Source: an optimization exercise on an open RTL-to-GDS flow (aim: small area, a short achievable clock period and few clock cycles per item). Production flows keep margins and buffers that such runs may drop.
In this exercise RTL edits were held to simulation tests only and were not proved equivalent to the original.

==> flow/design.v <==
module gst_ecc (
    input  wire        clk,
    input  wire        rst,
    input  wire        req_valid,
    output wire        req_ready,
    input  wire [1:0]  req_op,        
    input  wire [33:0] req_addr,      
    input  wire [31:0] req_origin,
    input  wire [79:0] req_cw,        
    input  wire [63:0] req_wdata,     
    input  wire [7:0]  req_wmask,     
    output reg         rsp_valid,
    input  wire        rsp_ready,
    output wire [63:0] rsp_data,
    output reg         rsp_wr,
    output wire [79:0] rsp_cw,
    output reg  [1:0]  rsp_weight,    
    output reg         rsp_poison,
    input  wire        stat_clr,      
    input  wire [1:0]  log_clr,       
    output wire [63:0] eccstat,
    output wire [63:0] ecclog,
    output wire [31:0] eccorg
);
    wire [6:0] s1, s3;
    assign s1[0] = ^(req_cw[78:0] & 79'h3ea85bce5660dae8c881);
    assign s1[1] = ^(req_cw[78:0] & 79'h7d50b79cacc1b5d19102);
    assign s1[2] = ^(req_cw[78:0] & 79'h7aa16f3959836ba32204);
    assign s1[3] = ^(req_cw[78:0] & 79'h4bea85bce5660dae8c88);
    assign s1[4] = ^(req_cw[78:0] & 79'h17d50b79cacc1b5d1910);
    assign s1[5] = ^(req_cw[78:0] & 79'h2faa16f3959836ba3220);
    assign s1[6] = ^(req_cw[78:0] & 79'h5f542de72b306d746440);
    assign s3[0] = ^(req_cw[78:0] & 79'h1b1ceb84c156929e46a1);
    assign s3[1] = ^(req_cw[78:0] & 79'h3b7a2cbe2066c73ae130);
    assign s3[2] = ^(req_cw[78:0] & 79'h3494f2350feede8b2f88);
    assign s3[3] = ^(req_cw[78:0] & 79'h2d253c8d43fbb7a2cbe2);
    assign s3[4] = ^(req_cw[78:0] & 79'h4d8e75c260ab494f2350);
    assign s3[5] = ^(req_cw[78:0] & 79'h5dbd165f1033639d7098);
    assign s3[6] = ^(req_cw[78:0] & 79'h5a4a791a87f76f4597c4);
    wire par = ^req_cw;
    reg  [6:0] w3;
    always @(*) begin
        case (s1)
            7'd0: w3 = 7'd0;
            7'd1: w3 = 7'd1;
            7'd2: w3 = 7'd17;
            7'd3: w3 = 7'd24;
            7'd4: w3 = 7'd19;
            7'd5: w3 = 7'd82;
            7'd6: w3 = 7'd3;
            7'd7: w3 = 7'd122;
            7'd8: w3 = 7'd49;
            7'd9: w3 = 7'd56;
            7'd10: w3 = 7'd40;
            7'd11: w3 = 7'd33;
            7'd12: w3 = 7'd51;
            7'd13: w3 = 7'd4;
            7'd14: w3 = 7'd45;
            7'd15: w3 = 7'd71;
            7'd16: w3 = 7'd23;
            7'd17: w3 = 7'd36;
            7'd18: w3 = 7'd7;
            7'd19: w3 = 7'd88;
            7'd20: w3 = 7'd5;
            7'd21: w3 = 7'd44;
            7'd22: w3 = 7'd21;
            7'd23: w3 = 7'd96;
            7'd24: w3 = 7'd53;
            7'd25: w3 = 7'd30;
            7'd26: w3 = 7'd68;
            7'd27: w3 = 7'd100;
            7'd28: w3 = 7'd80;
            7'd29: w3 = 7'd46;
            7'd30: w3 = 7'd127;
            7'd31: w3 = 7'd103;
            7'd32: w3 = 7'd117;
            7'd33: w3 = 7'd18;
            7'd34: w3 = 7'd64;
            7'd35: w3 = 7'd115;
            7'd36: w3 = 7'd119;
            7'd37: w3 = 7'd38;
            7'd38: w3 = 7'd11;
            7'd39: w3 = 7'd47;
            7'd40: w3 = 7'd85;
            7'd41: w3 = 7'd124;
            7'd42: w3 = 7'd65;
            7'd43: w3 = 7'd2;
            7'd44: w3 = 7'd87;
            7'd45: w3 = 7'd58;
            7'd46: w3 = 7'd12;
            7'd47: w3 = 7'd110;
            7'd48: w3 = 7'd83;
            7'd49: w3 = 7'd93;
            7'd50: w3 = 7'd101;
            7'd51: w3 = 7'd86;
            7'd52: w3 = 7'd76;
            7'd53: w3 = 7'd62;
            7'd54: w3 = 7'd72;
            7'd55: w3 = 7'd66;
            7'd56: w3 = 7'd10;
            7'd57: w3 = 7'd90;
            7'd58: w3 = 7'd99;
            7'd59: w3 = 7'd79;
            7'd60: w3 = 7'd120;
            7'd61: w3 = 7'd81;
            7'd62: w3 = 7'd123;
            7'd63: w3 = 7'd31;
            7'd64: w3 = 7'd91;
            7'd65: w3 = 7'd26;
            7'd66: w3 = 7'd32;
            7'd67: w3 = 7'd28;
            7'd68: w3 = 7'd8;
            7'd69: w3 = 7'd73;
            7'd70: w3 = 7'd61;
            7'd71: w3 = 7'd111;
            7'd72: w3 = 7'd121;
            7'd73: w3 = 7'd22;
            7'd74: w3 = 7'd98;
            7'd75: w3 = 7'd14;
            7'd76: w3 = 7'd50;
            7'd77: w3 = 7'd109;
            7'd78: w3 = 7'd114;
            7'd79: w3 = 7'd54;
            7'd80: w3 = 7'd95;
            7'd81: w3 = 7'd16;
            7'd82: w3 = 7'd75;
            7'd83: w3 = 7'd70;
            7'd84: w3 = 7'd25;
            7'd85: w3 = 7'd39;
            7'd86: w3 = 7'd34;
            7'd87: w3 = 7'd106;
            7'd88: w3 = 7'd125;
            7'd89: w3 = 7'd92;
            7'd90: w3 = 7'd37;
            7'd91: w3 = 7'd113;
            7'd92: w3 = 7'd69;
            7'd93: w3 = 7'd29;
            7'd94: w3 = 7'd107;
            7'd95: w3 = 7'd52;
            7'd96: w3 = 7'd57;
            7'd97: w3 = 7'd112;
            7'd98: w3 = 7'd94;
            7'd99: w3 = 7'd43;
            7'd100: w3 = 7'd89;
            7'd101: w3 = 7'd105;
            7'd102: w3 = 7'd108;
            7'd103: w3 = 7'd78;
            7'd104: w3 = 7'd77;
            7'd105: w3 = 7'd55;
            7'd106: w3 = 7'd97;
            7'd107: w3 = 7'd59;
            7'd108: w3 = 7'd9;
            7'd109: w3 = 7'd20;
            7'd110: w3 = 7'd42;
            7'd111: w3 = 7'd102;
            7'd112: w3 = 7'd35;
            7'd113: w3 = 7'd67;
            7'd114: w3 = 7'd41;
            7'd115: w3 = 7'd6;
            7'd116: w3 = 7'd63;
            7'd117: w3 = 7'd74;
            7'd118: w3 = 7'd126;
            7'd119: w3 = 7'd84;
            7'd120: w3 = 7'd15;
            7'd121: w3 = 7'd118;
            7'd122: w3 = 7'd27;
            7'd123: w3 = 7'd104;
            7'd124: w3 = 7'd60;
            7'd125: w3 = 7'd48;
            7'd126: w3 = 7'd116;
            7'd127: w3 = 7'd13;
            default: w3 = 7'd0;
        endcase
    end
    wire [6:0] t;
    assign t[0] = (s3[0] & w3[0]) ^ (s3[1] & w3[6]) ^ (s3[2] & w3[5]) ^ (s3[3] & w3[4]) ^ (s3[4] & w3[3]) ^ (s3[5] & w3[2]) ^ (s3[5] & w3[6]) ^ (s3[6] & w3[1]) ^ (s3[6] & w3[5]);
    assign t[1] = (s3[0] & w3[1]) ^ (s3[1] & w3[0]) ^ (s3[2] & w3[6]) ^ (s3[3] & w3[5]) ^ (s3[4] & w3[4]) ^ (s3[5] & w3[3]) ^ (s3[6] & w3[2]) ^ (s3[6] & w3[6]);
    assign t[2] = (s3[0] & w3[2]) ^ (s3[1] & w3[1]) ^ (s3[2] & w3[0]) ^ (s3[3] & w3[6]) ^ (s3[4] & w3[5]) ^ (s3[5] & w3[4]) ^ (s3[6] & w3[3]);
    assign t[3] = (s3[0] & w3[3]) ^ (s3[1] & w3[2]) ^ (s3[1] & w3[6]) ^ (s3[2] & w3[1]) ^ (s3[2] & w3[5]) ^ (s3[3] & w3[0]) ^ (s3[3] & w3[4]) ^ (s3[4] & w3[3]) ^ (s3[4] & w3[6]) ^ (s3[5] & w3[2]) ^ (s3[5] & w3[5]) ^ (s3[5] & w3[6]) ^ (s3[6] & w3[1]) ^ (s3[6] & w3[4]) ^ (s3[6] & w3[5]);
    assign t[4] = (s3[0] & w3[4]) ^ (s3[1] & w3[3]) ^ (s3[2] & w3[2]) ^ (s3[2] & w3[6]) ^ (s3[3] & w3[1]) ^ (s3[3] & w3[5]) ^ (s3[4] & w3[0]) ^ (s3[4] & w3[4]) ^ (s3[5] & w3[3]) ^ (s3[5] & w3[6]) ^ (s3[6] & w3[2]) ^ (s3[6] & w3[5]) ^ (s3[6] & w3[6]);
    assign t[5] = (s3[0] & w3[5]) ^ (s3[1] & w3[4]) ^ (s3[2] & w3[3]) ^ (s3[3] & w3[2]) ^ (s3[3] & w3[6]) ^ (s3[4] & w3[1]) ^ (s3[4] & w3[5]) ^ (s3[5] & w3[0]) ^ (s3[5] & w3[4]) ^ (s3[6] & w3[3]) ^ (s3[6] & w3[6]);
    assign t[6] = (s3[0] & w3[6]) ^ (s3[1] & w3[5]) ^ (s3[2] & w3[4]) ^ (s3[3] & w3[3]) ^ (s3[4] & w3[2]) ^ (s3[4] & w3[6]) ^ (s3[5] & w3[1]) ^ (s3[5] & w3[5]) ^ (s3[6] & w3[0]) ^ (s3[6] & w3[4]);
    wire [6:0] c = t ^ 7'd1;
    wire [6:0] z0;
    assign z0[0] = ^(c & 7'h0);
    assign z0[1] = ^(c & 7'h5c);
    assign z0[2] = ^(c & 7'h58);
    assign z0[3] = ^(c & 7'h60);
    assign z0[4] = ^(c & 7'h16);
    assign z0[5] = ^(c & 7'h68);
    assign z0[6] = ^(c & 7'h48);
    wire [6:0] x1;
    assign x1[0] = (s1[0] & z0[0]) ^ (s1[1] & z0[6]) ^ (s1[2] & z0[5]) ^ (s1[3] & z0[4]) ^ (s1[4] & z0[3]) ^ (s1[5] & z0[2]) ^ (s1[5] & z0[6]) ^ (s1[6] & z0[1]) ^ (s1[6] & z0[5]);
    assign x1[1] = (s1[0] & z0[1]) ^ (s1[1] & z0[0]) ^ (s1[2] & z0[6]) ^ (s1[3] & z0[5]) ^ (s1[4] & z0[4]) ^ (s1[5] & z0[3]) ^ (s1[6] & z0[2]) ^ (s1[6] & z0[6]);
    assign x1[2] = (s1[0] & z0[2]) ^ (s1[1] & z0[1]) ^ (s1[2] & z0[0]) ^ (s1[3] & z0[6]) ^ (s1[4] & z0[5]) ^ (s1[5] & z0[4]) ^ (s1[6] & z0[3]);
    assign x1[3] = (s1[0] & z0[3]) ^ (s1[1] & z0[2]) ^ (s1[1] & z0[6]) ^ (s1[2] & z0[1]) ^ (s1[2] & z0[5]) ^ (s1[3] & z0[0]) ^ (s1[3] & z0[4]) ^ (s1[4] & z0[3]) ^ (s1[4] & z0[6]) ^ (s1[5] & z0[2]) ^ (s1[5] & z0[5]) ^ (s1[5] & z0[6]) ^ (s1[6] & z0[1]) ^ (s1[6] & z0[4]) ^ (s1[6] & z0[5]);
    assign x1[4] = (s1[0] & z0[4]) ^ (s1[1] & z0[3]) ^ (s1[2] & z0[2]) ^ (s1[2] & z0[6]) ^ (s1[3] & z0[1]) ^ (s1[3] & z0[5]) ^ (s1[4] & z0[0]) ^ (s1[4] & z0[4]) ^ (s1[5] & z0[3]) ^ (s1[5] & z0[6]) ^ (s1[6] & z0[2]) ^ (s1[6] & z0[5]) ^ (s1[6] & z0[6]);
    assign x1[5] = (s1[0] & z0[5]) ^ (s1[1] & z0[4]) ^ (s1[2] & z0[3]) ^ (s1[3] & z0[2]) ^ (s1[3] & z0[6]) ^ (s1[4] & z0[1]) ^ (s1[4] & z0[5]) ^ (s1[5] & z0[0]) ^ (s1[5] & z0[4]) ^ (s1[6] & z0[3]) ^ (s1[6] & z0[6]);
    assign x1[6] = (s1[0] & z0[6]) ^ (s1[1] & z0[5]) ^ (s1[2] & z0[4]) ^ (s1[3] & z0[3]) ^ (s1[4] & z0[2]) ^ (s1[4] & z0[6]) ^ (s1[5] & z0[1]) ^ (s1[5] & z0[5]) ^ (s1[6] & z0[0]) ^ (s1[6] & z0[4]);
    wire [6:0] x2 = x1 ^ s1;
    reg        v1, p1;
    reg  [7:0] b1;
    always @(*) begin
        case (x1)
            7'd0: begin v1 = 1'b0; p1 = 1'b0; b1 = 8'h00; end
            7'd1: begin v1 = 1'b1; p1 = 1'b0; b1 = 8'h00; end
            7'd2: begin v1 = 1'b1; p1 = 1'b0; b1 = 8'h00; end
            7'd3: begin v1 = 1'b1; p1 = 1'b0; b1 = 8'h04; end
            7'd4: begin v1 = 1'b1; p1 = 1'b0; b1 = 8'h00; end
            7'd5: begin v1 = 1'b1; p1 = 1'b0; b1 = 8'h40; end
            7'd6: begin v1 = 1'b1; p1 = 1'b0; b1 = 8'h04; end
            7'd7: begin v1 = 1'b0; p1 = 1'b0; b1 = 8'h00; end
            7'd8: begin v1 = 1'b1; p1 = 1'b0; b1 = 8'h00; end
            7'd9: begin v1 = 1'b1; p1 = 1'b0; b1 = 8'h00; end
            7'd10: begin v1 = 1'b1; p1 = 1'b0; b1 = 8'h40; end
            7'd11: begin v1 = 1'b1; p1 = 1'b0; b1 = 8'h01; end
            7'd12: begin v1 = 1'b1; p1 = 1'b0; b1 = 8'h04; end
            7'd13: begin v1 = 1'b0; p1 = 1'b0; b1 = 8'h00; end
            7'd14: begin v1 = 1'b0; p1 = 1'b0; b1 = 8'h00; end
            7'd15: begin v1 = 1'b0; p1 = 1'b0; b1 = 8'h00; end
            7'd16: begin v1 = 1'b1; p1 = 1'b0; b1 = 8'h00; end
            7'd17: begin v1 = 1'b0; p1 = 1'b0; b1 = 8'h00; end
            7'd18: begin v1 = 1'b1; p1 = 1'b0; b1 = 8'h00; end
            7'd19: begin v1 = 1'b0; p1 = 1'b0; b1 = 8'h00; end
            7'd20: begin v1 = 1'b1; p1 = 1'b0; b1 = 8'h40; end
            7'd21: begin v1 = 1'b0; p1 = 1'b0; b1 = 8'h00; end
            7'd22: begin v1 = 1'b1; p1 = 1'b0; b1 = 8'h01; end
            7'd23: begin v1 = 1'b0; p1 = 1'b0; b1 = 8'h00; end
            7'd24: begin v1 = 1'b1; p1 = 1'b0; b1 = 8'h04; end
            7'd25: begin v1 = 1'b1; p1 = 1'b0; b1 = 8'h00; end
            7'd26: begin v1 = 1'b0; p1 = 1'b0; b1 = 8'h00; end
            7'd27: begin v1 = 1'b1; p1 = 1'b0; b1 = 8'h08; end
            7'd28: begin v1 = 1'b0; p1 = 1'b0; b1 = 8'h00; end
            7'd29: begin v1 = 1'b1; p1 = 1'b0; b1 = 8'h10; end
            7'd30: begin v1 = 1'b0; p1 = 1'b0; b1 = 8'h00; end
            7'd31: begin v1 = 1'b1; p1 = 1'b0; b1 = 8'h10; end
            7'd32: begin v1 = 1'b1; p1 = 1'b0; b1 = 8'h00; end
            7'd33: begin v1 = 1'b0; p1 = 1'b0; b1 = 8'h00; end
            7'd34: begin v1 = 1'b0; p1 = 1'b0; b1 = 8'h00; end
            7'd35: begin v1 = 1'b1; p1 = 1'b0; b1 = 8'h20; end
            7'd36: begin v1 = 1'b1; p1 = 1'b0; b1 = 8'h00; end
            7'd37: begin v1 = 1'b1; p1 = 1'b0; b1 = 8'h08; end
            7'd38: begin v1 = 1'b0; p1 = 1'b0; b1 = 8'h00; end
            7'd39: begin v1 = 1'b1; p1 = 1'b0; b1 = 8'h80; end
            7'd40: begin v1 = 1'b1; p1 = 1'b0; b1 = 8'h40; end
            7'd41: begin v1 = 1'b1; p1 = 1'b0; b1 = 8'h40; end
            7'd42: begin v1 = 1'b0; p1 = 1'b0; b1 = 8'h00; end
            7'd43: begin v1 = 1'b1; p1 = 1'b0; b1 = 8'h08; end
            7'd44: begin v1 = 1'b1; p1 = 1'b0; b1 = 8'h01; end
            7'd45: begin v1 = 1'b1; p1 = 1'b0; b1 = 8'h40; end
            7'd46: begin v1 = 1'b0; p1 = 1'b0; b1 = 8'h00; end
            7'd47: begin v1 = 1'b1; p1 = 1'b0; b1 = 8'h02; end
            7'd48: begin v1 = 1'b1; p1 = 1'b0; b1 = 8'h04; end
            7'd49: begin v1 = 1'b0; p1 = 1'b0; b1 = 8'h00; end
            7'd50: begin v1 = 1'b1; p1 = 1'b0; b1 = 8'h00; end
            7'd51: begin v1 = 1'b1; p1 = 1'b0; b1 = 8'h02; end
            7'd52: begin v1 = 1'b0; p1 = 1'b0; b1 = 8'h00; end
            7'd53: begin v1 = 1'b1; p1 = 1'b0; b1 = 8'h02; end
            7'd54: begin v1 = 1'b1; p1 = 1'b0; b1 = 8'h08; end
            7'd55: begin v1 = 1'b1; p1 = 1'b0; b1 = 8'h20; end
            7'd56: begin v1 = 1'b0; p1 = 1'b0; b1 = 8'h00; end
            7'd57: begin v1 = 1'b1; p1 = 1'b0; b1 = 8'h01; end
            7'd58: begin v1 = 1'b1; p1 = 1'b0; b1 = 8'h10; end
            7'd59: begin v1 = 1'b0; p1 = 1'b0; b1 = 8'h00; end
            7'd60: begin v1 = 1'b0; p1 = 1'b0; b1 = 8'h00; end
            7'd61: begin v1 = 1'b1; p1 = 1'b0; b1 = 8'h80; end
            7'd62: begin v1 = 1'b1; p1 = 1'b0; b1 = 8'h10; end
            7'd63: begin v1 = 1'b0; p1 = 1'b0; b1 = 8'h00; end
            7'd64: begin v1 = 1'b1; p1 = 1'b0; b1 = 8'h00; end
            7'd65: begin v1 = 1'b1; p1 = 1'b0; b1 = 8'h01; end
            7'd66: begin v1 = 1'b0; p1 = 1'b0; b1 = 8'h00; end
            7'd67: begin v1 = 1'b0; p1 = 1'b0; b1 = 8'h00; end
            7'd68: begin v1 = 1'b0; p1 = 1'b0; b1 = 8'h00; end
            7'd69: begin v1 = 1'b1; p1 = 1'b0; b1 = 8'h04; end
            7'd70: begin v1 = 1'b1; p1 = 1'b0; b1 = 8'h20; end
            7'd71: begin v1 = 1'b0; p1 = 1'b0; b1 = 8'h00; end
            7'd72: begin v1 = 1'b1; p1 = 1'b0; b1 = 8'h00; end
            7'd73: begin v1 = 1'b1; p1 = 1'b0; b1 = 8'h04; end
            7'd74: begin v1 = 1'b1; p1 = 1'b0; b1 = 8'h08; end
            7'd75: begin v1 = 1'b1; p1 = 1'b0; b1 = 8'h10; end
            7'd76: begin v1 = 1'b0; p1 = 1'b0; b1 = 8'h00; end
            7'd77: begin v1 = 1'b0; p1 = 1'b0; b1 = 8'h00; end
            7'd78: begin v1 = 1'b1; p1 = 1'b1; b1 = 8'h00; end
            7'd79: begin v1 = 1'b0; p1 = 1'b0; b1 = 8'h00; end
            7'd80: begin v1 = 1'b1; p1 = 1'b0; b1 = 8'h40; end
            7'd81: begin v1 = 1'b1; p1 = 1'b0; b1 = 8'h08; end
            7'd82: begin v1 = 1'b1; p1 = 1'b0; b1 = 8'h40; end
            7'd83: begin v1 = 1'b1; p1 = 1'b0; b1 = 8'h02; end
            7'd84: begin v1 = 1'b0; p1 = 1'b0; b1 = 8'h00; end
            7'd85: begin v1 = 1'b1; p1 = 1'b0; b1 = 8'h20; end
            7'd86: begin v1 = 1'b1; p1 = 1'b0; b1 = 8'h08; end
            7'd87: begin v1 = 1'b1; p1 = 1'b0; b1 = 8'h80; end
            7'd88: begin v1 = 1'b1; p1 = 1'b0; b1 = 8'h01; end
            7'd89: begin v1 = 1'b0; p1 = 1'b0; b1 = 8'h00; end
            7'd90: begin v1 = 1'b1; p1 = 1'b0; b1 = 8'h80; end
            7'd91: begin v1 = 1'b0; p1 = 1'b0; b1 = 8'h00; end
            7'd92: begin v1 = 1'b0; p1 = 1'b0; b1 = 8'h00; end
            7'd93: begin v1 = 1'b1; p1 = 1'b0; b1 = 8'h02; end
            7'd94: begin v1 = 1'b1; p1 = 1'b0; b1 = 8'h02; end
            7'd95: begin v1 = 1'b1; p1 = 1'b0; b1 = 8'h20; end
            7'd96: begin v1 = 1'b1; p1 = 1'b0; b1 = 8'h04; end
            7'd97: begin v1 = 1'b1; p1 = 1'b0; b1 = 8'h10; end
            7'd98: begin v1 = 1'b0; p1 = 1'b0; b1 = 8'h00; end
            7'd99: begin v1 = 1'b0; p1 = 1'b0; b1 = 8'h00; end
            7'd100: begin v1 = 1'b1; p1 = 1'b0; b1 = 8'h00; end
            7'd101: begin v1 = 1'b0; p1 = 1'b0; b1 = 8'h00; end
            7'd102: begin v1 = 1'b1; p1 = 1'b0; b1 = 8'h02; end
            7'd103: begin v1 = 1'b0; p1 = 1'b0; b1 = 8'h00; end
            7'd104: begin v1 = 1'b0; p1 = 1'b0; b1 = 8'h00; end
            7'd105: begin v1 = 1'b0; p1 = 1'b0; b1 = 8'h00; end
            7'd106: begin v1 = 1'b1; p1 = 1'b0; b1 = 8'h02; end
            7'd107: begin v1 = 1'b1; p1 = 1'b0; b1 = 8'h20; end
            7'd108: begin v1 = 1'b1; p1 = 1'b0; b1 = 8'h08; end
            7'd109: begin v1 = 1'b1; p1 = 1'b0; b1 = 8'h01; end
            7'd110: begin v1 = 1'b1; p1 = 1'b0; b1 = 8'h20; end
            7'd111: begin v1 = 1'b1; p1 = 1'b0; b1 = 8'h80; end
            7'd112: begin v1 = 1'b0; p1 = 1'b0; b1 = 8'h00; end
            7'd113: begin v1 = 1'b1; p1 = 1'b0; b1 = 8'h20; end
            7'd114: begin v1 = 1'b1; p1 = 1'b0; b1 = 8'h01; end
            7'd115: begin v1 = 1'b1; p1 = 1'b0; b1 = 8'h80; end
            7'd116: begin v1 = 1'b1; p1 = 1'b0; b1 = 8'h10; end
            7'd117: begin v1 = 1'b0; p1 = 1'b0; b1 = 8'h00; end
            7'd118: begin v1 = 1'b0; p1 = 1'b0; b1 = 8'h00; end
            7'd119: begin v1 = 1'b0; p1 = 1'b0; b1 = 8'h00; end
            7'd120: begin v1 = 1'b0; p1 = 1'b0; b1 = 8'h00; end
            7'd121: begin v1 = 1'b0; p1 = 1'b0; b1 = 8'h00; end
            7'd122: begin v1 = 1'b1; p1 = 1'b0; b1 = 8'h80; end
            7'd123: begin v1 = 1'b0; p1 = 1'b0; b1 = 8'h00; end
            7'd124: begin v1 = 1'b1; p1 = 1'b0; b1 = 8'h10; end
            7'd125: begin v1 = 1'b1; p1 = 1'b0; b1 = 8'h80; end
            7'd126: begin v1 = 1'b0; p1 = 1'b0; b1 = 8'h00; end
            7'd127: begin v1 = 1'b0; p1 = 1'b0; b1 = 8'h00; end
            default: begin v1 = 1'b0; p1 = 1'b0; b1 = 8'h00; end
        endcase
    end
    reg        v2, p2;
    reg  [7:0] b2;
    always @(*) begin
        case (x2)
            7'd0: begin v2 = 1'b0; p2 = 1'b0; b2 = 8'h00; end
            7'd1: begin v2 = 1'b1; p2 = 1'b0; b2 = 8'h00; end
            7'd2: begin v2 = 1'b1; p2 = 1'b0; b2 = 8'h00; end
            7'd3: begin v2 = 1'b1; p2 = 1'b0; b2 = 8'h04; end
            7'd4: begin v2 = 1'b1; p2 = 1'b0; b2 = 8'h00; end
            7'd5: begin v2 = 1'b1; p2 = 1'b0; b2 = 8'h40; end
            7'd6: begin v2 = 1'b1; p2 = 1'b0; b2 = 8'h04; end
            7'd7: begin v2 = 1'b0; p2 = 1'b0; b2 = 8'h00; end
            7'd8: begin v2 = 1'b1; p2 = 1'b0; b2 = 8'h00; end
            7'd9: begin v2 = 1'b1; p2 = 1'b0; b2 = 8'h00; end
            7'd10: begin v2 = 1'b1; p2 = 1'b0; b2 = 8'h40; end
            7'd11: begin v2 = 1'b1; p2 = 1'b0; b2 = 8'h01; end
            7'd12: begin v2 = 1'b1; p2 = 1'b0; b2 = 8'h04; end
            7'd13: begin v2 = 1'b0; p2 = 1'b0; b2 = 8'h00; end
            7'd14: begin v2 = 1'b0; p2 = 1'b0; b2 = 8'h00; end
            7'd15: begin v2 = 1'b0; p2 = 1'b0; b2 = 8'h00; end
            7'd16: begin v2 = 1'b1; p2 = 1'b0; b2 = 8'h00; end
            7'd17: begin v2 = 1'b0; p2 = 1'b0; b2 = 8'h00; end
            7'd18: begin v2 = 1'b1; p2 = 1'b0; b2 = 8'h00; end
            7'd19: begin v2 = 1'b0; p2 = 1'b0; b2 = 8'h00; end
            7'd20: begin v2 = 1'b1; p2 = 1'b0; b2 = 8'h40; end
            7'd21: begin v2 = 1'b0; p2 = 1'b0; b2 = 8'h00; end
            7'd22: begin v2 = 1'b1; p2 = 1'b0; b2 = 8'h01; end
            7'd23: begin v2 = 1'b0; p2 = 1'b0; b2 = 8'h00; end
            7'd24: begin v2 = 1'b1; p2 = 1'b0; b2 = 8'h04; end
            7'd25: begin v2 = 1'b1; p2 = 1'b0; b2 = 8'h00; end
            7'd26: begin v2 = 1'b0; p2 = 1'b0; b2 = 8'h00; end
            7'd27: begin v2 = 1'b1; p2 = 1'b0; b2 = 8'h08; end
            7'd28: begin v2 = 1'b0; p2 = 1'b0; b2 = 8'h00; end
            7'd29: begin v2 = 1'b1; p2 = 1'b0; b2 = 8'h10; end
            7'd30: begin v2 = 1'b0; p2 = 1'b0; b2 = 8'h00; end
            7'd31: begin v2 = 1'b1; p2 = 1'b0; b2 = 8'h10; end
            7'd32: begin v2 = 1'b1; p2 = 1'b0; b2 = 8'h00; end
            7'd33: begin v2 = 1'b0; p2 = 1'b0; b2 = 8'h00; end
            7'd34: begin v2 = 1'b0; p2 = 1'b0; b2 = 8'h00; end
            7'd35: begin v2 = 1'b1; p2 = 1'b0; b2 = 8'h20; end
            7'd36: begin v2 = 1'b1; p2 = 1'b0; b2 = 8'h00; end
            7'd37: begin v2 = 1'b1; p2 = 1'b0; b2 = 8'h08; end
            7'd38: begin v2 = 1'b0; p2 = 1'b0; b2 = 8'h00; end
            7'd39: begin v2 = 1'b1; p2 = 1'b0; b2 = 8'h80; end
            7'd40: begin v2 = 1'b1; p2 = 1'b0; b2 = 8'h40; end
            7'd41: begin v2 = 1'b1; p2 = 1'b0; b2 = 8'h40; end
            7'd42: begin v2 = 1'b0; p2 = 1'b0; b2 = 8'h00; end
            7'd43: begin v2 = 1'b1; p2 = 1'b0; b2 = 8'h08; end
            7'd44: begin v2 = 1'b1; p2 = 1'b0; b2 = 8'h01; end
            7'd45: begin v2 = 1'b1; p2 = 1'b0; b2 = 8'h40; end
            7'd46: begin v2 = 1'b0; p2 = 1'b0; b2 = 8'h00; end
            7'd47: begin v2 = 1'b1; p2 = 1'b0; b2 = 8'h02; end
            7'd48: begin v2 = 1'b1; p2 = 1'b0; b2 = 8'h04; end
            7'd49: begin v2 = 1'b0; p2 = 1'b0; b2 = 8'h00; end
            7'd50: begin v2 = 1'b1; p2 = 1'b0; b2 = 8'h00; end
            7'd51: begin v2 = 1'b1; p2 = 1'b0; b2 = 8'h02; end
            7'd52: begin v2 = 1'b0; p2 = 1'b0; b2 = 8'h00; end
            7'd53: begin v2 = 1'b1; p2 = 1'b0; b2 = 8'h02; end
            7'd54: begin v2 = 1'b1; p2 = 1'b0; b2 = 8'h08; end
            7'd55: begin v2 = 1'b1; p2 = 1'b0; b2 = 8'h20; end
            7'd56: begin v2 = 1'b0; p2 = 1'b0; b2 = 8'h00; end
            7'd57: begin v2 = 1'b1; p2 = 1'b0; b2 = 8'h01; end
            7'd58: begin v2 = 1'b1; p2 = 1'b0; b2 = 8'h10; end
            7'd59: begin v2 = 1'b0; p2 = 1'b0; b2 = 8'h00; end
            7'd60: begin v2 = 1'b0; p2 = 1'b0; b2 = 8'h00; end
            7'd61: begin v2 = 1'b1; p2 = 1'b0; b2 = 8'h80; end
            7'd62: begin v2 = 1'b1; p2 = 1'b0; b2 = 8'h10; end
            7'd63: begin v2 = 1'b0; p2 = 1'b0; b2 = 8'h00; end
            7'd64: begin v2 = 1'b1; p2 = 1'b0; b2 = 8'h00; end
            7'd65: begin v2 = 1'b1; p2 = 1'b0; b2 = 8'h01; end
            7'd66: begin v2 = 1'b0; p2 = 1'b0; b2 = 8'h00; end
            7'd67: begin v2 = 1'b0; p2 = 1'b0; b2 = 8'h00; end
            7'd68: begin v2 = 1'b0; p2 = 1'b0; b2 = 8'h00; end
            7'd69: begin v2 = 1'b1; p2 = 1'b0; b2 = 8'h04; end
            7'd70: begin v2 = 1'b1; p2 = 1'b0; b2 = 8'h20; end
            7'd71: begin v2 = 1'b0; p2 = 1'b0; b2 = 8'h00; end
            7'd72: begin v2 = 1'b1; p2 = 1'b0; b2 = 8'h00; end
            7'd73: begin v2 = 1'b1; p2 = 1'b0; b2 = 8'h04; end
            7'd74: begin v2 = 1'b1; p2 = 1'b0; b2 = 8'h08; end
            7'd75: begin v2 = 1'b1; p2 = 1'b0; b2 = 8'h10; end
            7'd76: begin v2 = 1'b0; p2 = 1'b0; b2 = 8'h00; end
            7'd77: begin v2 = 1'b0; p2 = 1'b0; b2 = 8'h00; end
            7'd78: begin v2 = 1'b1; p2 = 1'b1; b2 = 8'h00; end
            7'd79: begin v2 = 1'b0; p2 = 1'b0; b2 = 8'h00; end
            7'd80: begin v2 = 1'b1; p2 = 1'b0; b2 = 8'h40; end
            7'd81: begin v2 = 1'b1; p2 = 1'b0; b2 = 8'h08; end
            7'd82: begin v2 = 1'b1; p2 = 1'b0; b2 = 8'h40; end
            7'd83: begin v2 = 1'b1; p2 = 1'b0; b2 = 8'h02; end
            7'd84: begin v2 = 1'b0; p2 = 1'b0; b2 = 8'h00; end
            7'd85: begin v2 = 1'b1; p2 = 1'b0; b2 = 8'h20; end
            7'd86: begin v2 = 1'b1; p2 = 1'b0; b2 = 8'h08; end
            7'd87: begin v2 = 1'b1; p2 = 1'b0; b2 = 8'h80; end
            7'd88: begin v2 = 1'b1; p2 = 1'b0; b2 = 8'h01; end
            7'd89: begin v2 = 1'b0; p2 = 1'b0; b2 = 8'h00; end
            7'd90: begin v2 = 1'b1; p2 = 1'b0; b2 = 8'h80; end
            7'd91: begin v2 = 1'b0; p2 = 1'b0; b2 = 8'h00; end
            7'd92: begin v2 = 1'b0; p2 = 1'b0; b2 = 8'h00; end
            7'd93: begin v2 = 1'b1; p2 = 1'b0; b2 = 8'h02; end
            7'd94: begin v2 = 1'b1; p2 = 1'b0; b2 = 8'h02; end
            7'd95: begin v2 = 1'b1; p2 = 1'b0; b2 = 8'h20; end
            7'd96: begin v2 = 1'b1; p2 = 1'b0; b2 = 8'h04; end
            7'd97: begin v2 = 1'b1; p2 = 1'b0; b2 = 8'h10; end
            7'd98: begin v2 = 1'b0; p2 = 1'b0; b2 = 8'h00; end
            7'd99: begin v2 = 1'b0; p2 = 1'b0; b2 = 8'h00; end
            7'd100: begin v2 = 1'b1; p2 = 1'b0; b2 = 8'h00; end
            7'd101: begin v2 = 1'b0; p2 = 1'b0; b2 = 8'h00; end
            7'd102: begin v2 = 1'b1; p2 = 1'b0; b2 = 8'h02; end
            7'd103: begin v2 = 1'b0; p2 = 1'b0; b2 = 8'h00; end
            7'd104: begin v2 = 1'b0; p2 = 1'b0; b2 = 8'h00; end
            7'd105: begin v2 = 1'b0; p2 = 1'b0; b2 = 8'h00; end
            7'd106: begin v2 = 1'b1; p2 = 1'b0; b2 = 8'h02; end
            7'd107: begin v2 = 1'b1; p2 = 1'b0; b2 = 8'h20; end
            7'd108: begin v2 = 1'b1; p2 = 1'b0; b2 = 8'h08; end
            7'd109: begin v2 = 1'b1; p2 = 1'b0; b2 = 8'h01; end
            7'd110: begin v2 = 1'b1; p2 = 1'b0; b2 = 8'h20; end
            7'd111: begin v2 = 1'b1; p2 = 1'b0; b2 = 8'h80; end
            7'd112: begin v2 = 1'b0; p2 = 1'b0; b2 = 8'h00; end
            7'd113: begin v2 = 1'b1; p2 = 1'b0; b2 = 8'h20; end
            7'd114: begin v2 = 1'b1; p2 = 1'b0; b2 = 8'h01; end
            7'd115: begin v2 = 1'b1; p2 = 1'b0; b2 = 8'h80; end
            7'd116: begin v2 = 1'b1; p2 = 1'b0; b2 = 8'h10; end
            7'd117: begin v2 = 1'b0; p2 = 1'b0; b2 = 8'h00; end
            7'd118: begin v2 = 1'b0; p2 = 1'b0; b2 = 8'h00; end
            7'd119: begin v2 = 1'b0; p2 = 1'b0; b2 = 8'h00; end
            7'd120: begin v2 = 1'b0; p2 = 1'b0; b2 = 8'h00; end
            7'd121: begin v2 = 1'b0; p2 = 1'b0; b2 = 8'h00; end
            7'd122: begin v2 = 1'b1; p2 = 1'b0; b2 = 8'h80; end
            7'd123: begin v2 = 1'b0; p2 = 1'b0; b2 = 8'h00; end
            7'd124: begin v2 = 1'b1; p2 = 1'b0; b2 = 8'h10; end
            7'd125: begin v2 = 1'b1; p2 = 1'b0; b2 = 8'h80; end
            7'd126: begin v2 = 1'b0; p2 = 1'b0; b2 = 8'h00; end
            7'd127: begin v2 = 1'b0; p2 = 1'b0; b2 = 8'h00; end
            default: begin v2 = 1'b0; p2 = 1'b0; b2 = 8'h00; end
        endcase
    end
    wire s1z = (s1 == 7'd0);
    wire s3z = (s3 == 7'd0);
    wire cz  = (c == 7'd0);       
    wire       ue = s1z ? !s3z :
                    cz  ? !v2  :
                    (par || c[0] || !(v1 && v2));
    wire [1:0] w  = s1z ? {1'b0, par} : (cz && par) ? 2'd1 : 2'd2;
    wire       pz = !ue && (req_cw[78] ^ p1 ^ p2);
    wire is_w = (req_op == 2'd0);
    wire is_m = (req_op == 2'd2);
    wire is_s = (req_op == 2'd3);
    wire [7:0] kmask = is_w ? 8'hFF : is_m ? req_wmask : 8'h00;
    reg  [63:0] xm;
    integer bi;
    always @(*) begin
        for (bi = 0; bi < 8; bi = bi + 1)
            xm[8*bi +: 8] = kmask[bi] ? req_wdata[8*bi +: 8] : req_cw[14 + 8*bi +: 8];
    end
    wire [6:0] xc1 = (!ue && !(|(b1 & kmask))) ? x1 : 7'd0;
    wire [6:0] xc2 = (!ue && !(|(b2 & kmask))) ? x2 : 7'd0;
    wire [1:0] n_weight = is_w ? 2'd0 : ue ? 2'd3 : w;
    wire       n_poison = !is_w && pz;
    wire       n_wr     = is_w || is_m || (is_s && !pz && (ue || w != 2'd0));
    wire       n_p      = (is_m && (ue || pz)) || (is_s && ue);
    wire       n_report = !is_w && !(is_s && pz);
    reg [63:0] q_x;
    reg [6:0]  q_x1, q_x2;
    reg        q_p;
    reg        q_report;
    reg        q_scrub;
    reg [33:0] q_addr;
    reg [31:0] q_origin;
    wire load = !rsp_valid || rsp_ready;
    assign req_ready = load;
    always @(posedge clk) begin
        if (rst)
            rsp_valid <= 1'b0;
        else if (load)
            rsp_valid <= req_valid;
        if (load) begin
            q_x        <= xm;
            q_x1       <= xc1;
            q_x2       <= xc2;
            q_p        <= n_p;
            rsp_wr     <= n_wr;
            rsp_weight <= n_weight;
            rsp_poison <= n_poison;
            q_report   <= n_report;
            q_scrub    <= is_s;
            q_addr     <= req_addr;
            q_origin   <= req_origin;
        end
    end
    wire [63:0] h1, h2;
    assign h1[0] = (q_x1 == 7'd65);
    assign h1[1] = (q_x1 == 7'd11);
    assign h1[2] = (q_x1 == 7'd22);
    assign h1[3] = (q_x1 == 7'd44);
    assign h1[4] = (q_x1 == 7'd88);
    assign h1[5] = (q_x1 == 7'd57);
    assign h1[6] = (q_x1 == 7'd114);
    assign h1[7] = (q_x1 == 7'd109);
    assign h1[8] = (q_x1 == 7'd83);
    assign h1[9] = (q_x1 == 7'd47);
    assign h1[10] = (q_x1 == 7'd94);
    assign h1[11] = (q_x1 == 7'd53);
    assign h1[12] = (q_x1 == 7'd106);
    assign h1[13] = (q_x1 == 7'd93);
    assign h1[14] = (q_x1 == 7'd51);
    assign h1[15] = (q_x1 == 7'd102);
    assign h1[16] = (q_x1 == 7'd69);
    assign h1[17] = (q_x1 == 7'd3);
    assign h1[18] = (q_x1 == 7'd6);
    assign h1[19] = (q_x1 == 7'd12);
    assign h1[20] = (q_x1 == 7'd24);
    assign h1[21] = (q_x1 == 7'd48);
    assign h1[22] = (q_x1 == 7'd96);
    assign h1[23] = (q_x1 == 7'd73);
    assign h1[24] = (q_x1 == 7'd27);
    assign h1[25] = (q_x1 == 7'd54);
    assign h1[26] = (q_x1 == 7'd108);
    assign h1[27] = (q_x1 == 7'd81);
    assign h1[28] = (q_x1 == 7'd43);
    assign h1[29] = (q_x1 == 7'd86);
    assign h1[30] = (q_x1 == 7'd37);
    assign h1[31] = (q_x1 == 7'd74);
    assign h1[32] = (q_x1 == 7'd29);
    assign h1[33] = (q_x1 == 7'd58);
    assign h1[34] = (q_x1 == 7'd116);
    assign h1[35] = (q_x1 == 7'd97);
    assign h1[36] = (q_x1 == 7'd75);
    assign h1[37] = (q_x1 == 7'd31);
    assign h1[38] = (q_x1 == 7'd62);
    assign h1[39] = (q_x1 == 7'd124);
    assign h1[40] = (q_x1 == 7'd113);
    assign h1[41] = (q_x1 == 7'd107);
    assign h1[42] = (q_x1 == 7'd95);
    assign h1[43] = (q_x1 == 7'd55);
    assign h1[44] = (q_x1 == 7'd110);
    assign h1[45] = (q_x1 == 7'd85);
    assign h1[46] = (q_x1 == 7'd35);
    assign h1[47] = (q_x1 == 7'd70);
    assign h1[48] = (q_x1 == 7'd5);
    assign h1[49] = (q_x1 == 7'd10);
    assign h1[50] = (q_x1 == 7'd20);
    assign h1[51] = (q_x1 == 7'd40);
    assign h1[52] = (q_x1 == 7'd80);
    assign h1[53] = (q_x1 == 7'd41);
    assign h1[54] = (q_x1 == 7'd82);
    assign h1[55] = (q_x1 == 7'd45);
    assign h1[56] = (q_x1 == 7'd90);
    assign h1[57] = (q_x1 == 7'd61);
    assign h1[58] = (q_x1 == 7'd122);
    assign h1[59] = (q_x1 == 7'd125);
    assign h1[60] = (q_x1 == 7'd115);
    assign h1[61] = (q_x1 == 7'd111);
    assign h1[62] = (q_x1 == 7'd87);
    assign h1[63] = (q_x1 == 7'd39);
    assign h2[0] = (q_x2 == 7'd65);
    assign h2[1] = (q_x2 == 7'd11);
    assign h2[2] = (q_x2 == 7'd22);
    assign h2[3] = (q_x2 == 7'd44);
    assign h2[4] = (q_x2 == 7'd88);
    assign h2[5] = (q_x2 == 7'd57);
    assign h2[6] = (q_x2 == 7'd114);
    assign h2[7] = (q_x2 == 7'd109);
    assign h2[8] = (q_x2 == 7'd83);
    assign h2[9] = (q_x2 == 7'd47);
    assign h2[10] = (q_x2 == 7'd94);
    assign h2[11] = (q_x2 == 7'd53);
    assign h2[12] = (q_x2 == 7'd106);
    assign h2[13] = (q_x2 == 7'd93);
    assign h2[14] = (q_x2 == 7'd51);
    assign h2[15] = (q_x2 == 7'd102);
    assign h2[16] = (q_x2 == 7'd69);
    assign h2[17] = (q_x2 == 7'd3);
    assign h2[18] = (q_x2 == 7'd6);
    assign h2[19] = (q_x2 == 7'd12);
    assign h2[20] = (q_x2 == 7'd24);
    assign h2[21] = (q_x2 == 7'd48);
    assign h2[22] = (q_x2 == 7'd96);
    assign h2[23] = (q_x2 == 7'd73);
    assign h2[24] = (q_x2 == 7'd27);
    assign h2[25] = (q_x2 == 7'd54);
    assign h2[26] = (q_x2 == 7'd108);
    assign h2[27] = (q_x2 == 7'd81);
    assign h2[28] = (q_x2 == 7'd43);
    assign h2[29] = (q_x2 == 7'd86);
    assign h2[30] = (q_x2 == 7'd37);
    assign h2[31] = (q_x2 == 7'd74);
    assign h2[32] = (q_x2 == 7'd29);
    assign h2[33] = (q_x2 == 7'd58);
    assign h2[34] = (q_x2 == 7'd116);
    assign h2[35] = (q_x2 == 7'd97);
    assign h2[36] = (q_x2 == 7'd75);
    assign h2[37] = (q_x2 == 7'd31);
    assign h2[38] = (q_x2 == 7'd62);
    assign h2[39] = (q_x2 == 7'd124);
    assign h2[40] = (q_x2 == 7'd113);
    assign h2[41] = (q_x2 == 7'd107);
    assign h2[42] = (q_x2 == 7'd95);
    assign h2[43] = (q_x2 == 7'd55);
    assign h2[44] = (q_x2 == 7'd110);
    assign h2[45] = (q_x2 == 7'd85);
    assign h2[46] = (q_x2 == 7'd35);
    assign h2[47] = (q_x2 == 7'd70);
    assign h2[48] = (q_x2 == 7'd5);
    assign h2[49] = (q_x2 == 7'd10);
    assign h2[50] = (q_x2 == 7'd20);
    assign h2[51] = (q_x2 == 7'd40);
    assign h2[52] = (q_x2 == 7'd80);
    assign h2[53] = (q_x2 == 7'd41);
    assign h2[54] = (q_x2 == 7'd82);
    assign h2[55] = (q_x2 == 7'd45);
    assign h2[56] = (q_x2 == 7'd90);
    assign h2[57] = (q_x2 == 7'd61);
    assign h2[58] = (q_x2 == 7'd122);
    assign h2[59] = (q_x2 == 7'd125);
    assign h2[60] = (q_x2 == 7'd115);
    assign h2[61] = (q_x2 == 7'd111);
    assign h2[62] = (q_x2 == 7'd87);
    assign h2[63] = (q_x2 == 7'd39);
    assign rsp_data = q_x ^ h1 ^ h2;
    wire [64:0] info = {q_p, rsp_data};
    wire [13:0] chk;
    assign chk[0] = ^(info & 65'h12a2d78a6784ee361);
    assign chk[1] = ^(info & 65'h17e7789ea88d325a3);
    assign chk[2] = ^(info & 65'h1d6c26b7369e8a827);
    assign chk[3] = ^(info & 65'h1ad84d6e6d3d1504e);
    assign chk[4] = ^(info & 65'h7124d56bdfec43fd);
    assign chk[5] = ^(info & 65'h1c864d271c796649b);
    assign chk[6] = ^(info & 65'hbae4dc45f7622a57);
    assign chk[7] = ^(info & 65'h175c9b88beec454ae);
    assign chk[8] = ^(info & 65'h1c1be09b1a5c64a3d);
    assign chk[9] = ^(info & 65'ha9516bc533c2771b);
    assign chk[10] = ^(info & 65'h152a2d78a6784ee36);
    assign chk[11] = ^(info & 65'ha545af14cf09dc6c);
    assign chk[12] = ^(info & 65'h14a8b5e299e13b8d8);
    assign chk[13] = ^(info & 65'h9516bc533c2771b0);
    wire cpar = ^(info & 65'he61b2862283a5edf);
    assign rsp_cw = {cpar, info, chk};
    reg [31:0] ce1_cnt;
    reg [15:0] ce2_cnt;
    reg [15:0] ue_cnt;
    reg [33:0] log_addr;
    reg [1:0]  log_weight;
    reg        log_poison;
    reg        log_scrub;
    reg        log_valid;
    reg        log_ovf;
    reg [31:0] org;
    wire       rsp_fire  = rsp_valid && rsp_ready;
    wire       ev_bad    = rsp_poison || (rsp_weight == 2'd3);
    wire       ev_ce1    = rsp_fire && q_report && !ev_bad && (rsp_weight == 2'd1);
    wire       ev_ce2    = rsp_fire && q_report && !ev_bad && (rsp_weight == 2'd2);
    wire       ev_ue     = rsp_fire && q_report && ev_bad;
    wire       ev_log    = ev_ce1 || ev_ce2 || ev_ue;
    wire [31:0] ce1_base = stat_clr ? 32'd0 : ce1_cnt;
    wire [15:0] ce2_base = stat_clr ? 16'd0 : ce2_cnt;
    wire [15:0] ue_base  = stat_clr ? 16'd0 : ue_cnt;
    wire        valid_base = log_valid && !log_clr[0];
    wire        ovf_base   = log_ovf && !log_clr[1];
    always @(posedge clk) begin
        if (rst) begin
            ce1_cnt    <= 32'd0;
            ce2_cnt    <= 16'd0;
            ue_cnt     <= 16'd0;
            log_addr   <= 34'd0;
            log_weight <= 2'd0;
            log_poison <= 1'b0;
            log_scrub  <= 1'b0;
            log_valid  <= 1'b0;
            log_ovf    <= 1'b0;
            org        <= 32'd0;
        end else begin
            ce1_cnt <= (ev_ce1 && ce1_base != 32'hFFFF_FFFF) ? ce1_base + 32'd1 : ce1_base;
            ce2_cnt <= (ev_ce2 && ce2_base != 16'hFFFF) ? ce2_base + 16'd1 : ce2_base;
            ue_cnt  <= (ev_ue  && ue_base  != 16'hFFFF) ? ue_base  + 16'd1 : ue_base;
            log_valid <= valid_base || ev_log;
            log_ovf   <= ovf_base || (ev_log && valid_base);
            if (ev_log && !valid_base) begin
                log_addr   <= q_addr;
                log_weight <= ev_bad ? 2'd3 : rsp_weight;
                log_poison <= rsp_poison;
                log_scrub  <= q_scrub;
                org        <= q_origin;
            end
        end
    end
    assign eccstat = {ue_cnt, ce2_cnt, ce1_cnt};
    assign ecclog  = {21'd0, log_ovf, log_valid, log_scrub, log_poison, log_weight, log_addr, 3'd0};
    assign eccorg  = org;
endmodule
==> flow/run.sh <==
#!/bin/bash
# synth_recipe.tcl (not shown) runs the flow's synth.tcl, then flattens the netlist and writes it again
# the make line also repeats each setting of config.mk as NAME=value (left out here)
make -C /OpenROAD-flow-scripts/flow DESIGN_CONFIG=/design/flow/config.mk WORK_HOME=/design/flow/orfs CLKGATE_MAP_FILE= SYNTH_SCRIPT=/design/flow/synth_recipe.tcl finish
==> flow/config.mk <==
export PLATFORM = sky130hd
export DESIGN_NAME = gst_ecc
export DESIGN_NICKNAME = gst_ecc
export VERILOG_FILES = /design/flow/design.v
export SDC_FILE = /design/flow/constraint.sdc
export NUM_CORES = 4
export LEC_CHECK = 0
export CAP_MARGIN = 20
export CORE_MARGIN = 2
export CORE_UTILIZATION = 40
export SLEW_MARGIN = 20
==> flow/constraint.sdc <==
create_clock -name core_clock -period 25.0 [get_ports {clk}]
set_input_delay 5.0000 -clock core_clock [delete_from_list [all_inputs] [get_ports {clk}]]
set_output_delay 5.0000 -clock core_clock [all_outputs]
set_load 0.01 [all_outputs]
==> results.txt <==
worst max-delay path: cells and delay by family:
kind / cells / cell delay [ps]
xor gates and xnor gates: 11 / 5000
AOI/OAI and AO/OA: 11 / 3070
buffers and inverters: 5 / 1580
adders and majority gates: 3 / 1230
and+or+nand+nor: 2 / 580
muxes: 1 / 330
stage by stage:
| stage | setup WS (ps) | hold slack, ps | std cells |
|---|---|---|---|
| after floorplan | 10400 | 436.7 | 2946 |
| after global placement | 8356 | 442.3 | 4098 |
| after detailed placement | 8141 | 445.3 | 4098 |
| after CTS | 8634 | 453.0 | 4162 |
| after global routing | 7760 | 470.1 | 4163 |
| final | 8494 | 452.2 | 4163 |
metal layers:
| layer | routed length (um) | vias up | part of all wire (%) |
|---|---|---|---|
| met1 | 41340 | 10963 | 41 |
| met5 | 11 | - | 0.011 |
| met4 | 3951 | 2 | 3.9 |
| li1 | - | 10506 | - |
| met3 | 6166 | 191 | 6.1 |
| met2 | 48950 | 994 | 49 |
registers in the layout, indices dropped and copies added (netlist names), 7 cells and up:
register  cells
ce1_cnt      32
q_addr       34
ue_cnt       16
q_x          64
q_x1          7
log_addr     34
org          32
ce2_cnt      16
q_origin     32
q_x2          7
worst paths after layout:
path / slack (ps) / to / depth (start not counted) / startpoint
hold / removal: 450 / log_addr[18] / 2 / log_addr[18]
setup reg to reg: 21880 / ce1_cnt[31] / 14 / ce1_cnt[3]
hold reg to reg: 450 / log_addr[18] / 2 / log_addr[18]
setup / recovery: 8490 / q_x2[1] / 33 / req_cw[74]
cells by family after synthesis:
family,Yosys count
and+or+nand+nor,938
xor gates and xnor gates,802
AOI/OAI and AO/OA,402
buffers and inverters,365
DFF,288
muxes,99
adders and majority gates,28
other,1
area by class of cell:
type / count / area [um2]
multi-input cells: 2293 / 16820
inverters: 112 / 425.4
fillers: 6134 / 31870
clock inverters: 15 / 173.9
well taps: 855 / 1070
diodes: 1 / 2.502
repair buffers: 550 / 5408
clock buffers: 49 / 958.4
flip-flops and latches: 288 / 7277
cell usage after synthesis (all sizes together) (28+ instances only):
master  number  area, um2
o21ai       43      215.2
buf        161       1052
ha          28      350.3
nand2      396       1486
a21oi      143      719.4
nor3        58      295.3
mux2i       30      300.3
nor2       227      854.6
xor2       157       1420
xnor2      577       5136
nand3       66      335.3
xnor3       57       1291
dfxtp      137       2743
nand2b      34      212.7
clkbuf      92      345.3
inv        110      412.9
edfxtp     151       4534
mux2        60      675.7
==> qor.yml <==
post-route-min-period_ps: 16510
drc: 0
fin_crit_sh_pct: 66.03
clock-sinks: 288
routedWlPerCell_um: 24.12
crit_type: "in2reg"
synthCells: 2923
vias_per_cell: 5.442
cts_buffers: 35
final_common_cell: "xnor2_1"
met3_usage_pct: 3.543
start_util_pct: 40.25
worstPathArrival_ps: 16860
die_y_um: 257.8
syn_area_per_cell_um2: 8.812
synthAdderAreaFrac_pct: 1.360
fin_worst_skew_ps: 30.69
place_area_um2: 30990
nets: 3535
max_slew_margin_pct: 19.23
cts.hold.buffers_added: 0
crit_path_frequent_cell: "xnor2_1"
vias: 22656
drive_gt1_share_pct: 6.925
finalInstanceArea_um2: 32130
yosys.area_share.simple_pct: 16.54
synth_edf_count: 151
clock_tree.root_cell: "clkbuf_16"
die_x_um: 257.8
yosys_most_used_dff: "edfxtp_1"
fin_setup_tns_ps: 0
clk_pin_slew_ps: 60
cts_tree: "yes"
status: "finished clean"
synth_seq_area_share_pct: 28.25
top_usage_layer: "met2"
grt_usage_pct: 29.06
core.rowCount: 93
cts_setup_buffers: 0
htreeDepth: 2
worst_pin_slew_ps: 1203
ys_ff_latch: 288
synth_top_family_by_area: "XOR/XNOR gates"
grt.met2_usage_pct: 49.41
drt-pass1-iter-count: 6
insertion_delay_ps: 550
gp_congestion: 1.015
maxCapViolCount: 0
dieArea_um2: 66440
slew_viol_final: 0
cts_buffer_depth: 3
worstSetupStartpointType: "primary input"
grt_overflow: 0
use_met1_pct: 37.91
ys_warn_count: 1
hold_path.class: "reg2reg"
drt_wl_total_um: 100400
grt_pass1_wl_um: 146400
endpoint_kind: "flip-flop"
synth_area_um2: 25760
crit_required_ps: 25350
max_freq_ghz: 0.06058
final_cell_mix: "xnor2_1, clkdlybuf4s50_1, nand2_1"
area_growth_syn_to_layout_pct: 24.75
dp.final_hpwl_um: 78880
io_pins: 537
antenna_found_initial: 2
yosysUniqueCellTypes: 104
numPortBuffers: 512
async_reset_ff_share_pct: 0
timing.final.hold_violations: 0
antenna_left: 0
cts_resized: 0
final-setup-viol-count: 0
drt_iter0_drc: 2189
cp_max_fo: 29
rsz0062_at_grt: "no"
cp_slowest_cell: "xnor3_2"
synthXorXnorAreaFrac_pct: 31.49
synth-compound-area-share_pct: 10.69
max_stage_delay_ps: 890
final_util_pct: 50.21
muxShareOfSynthArea_pct: 4.576
coreArea_um2: 64000
grt_pass1_vias: 21866
grt_max_degree: 83
Testbench counts, summed over its fixed seeds: cycles 12,008, items 12,000.

-- static timing again, ports no longer ideal --
Ports are ideal in the flow. The routed layout listed here was re-timed in OpenROAD. Step 1 (the two cells are an assumption about what drives the block):
set clk [get_ports {clk}]
set_driving_cell -lib_cell sky130_fd_sc_hd__clkbuf_16 $clk
set_driving_cell -lib_cell sky130_fd_sc_hd__buf_2 [delete_from_list [all_inputs] $clk]
Step 2, shift: input delay + t, output delay - t, t = (earliest + latest rising clock arrival at the registers) / 2. This alone moves slack from input paths to output paths. a / b / c = ideal ports / drivers / drivers and shift; a / b = the first two.
t, ns: 0.597
slack for setup (ns): 8.494 / 8.470 / 7.873
worst setup path after step 2: input to register
clock arrival spread, ns: 0.033 / 0.033
worst slew at a driven data input, ns: 0.13
After both steps this run still meets setup and hold. For this run, drivers alone change the setup slack by -0.024 ns; drivers and shift together by -0.621 ns.
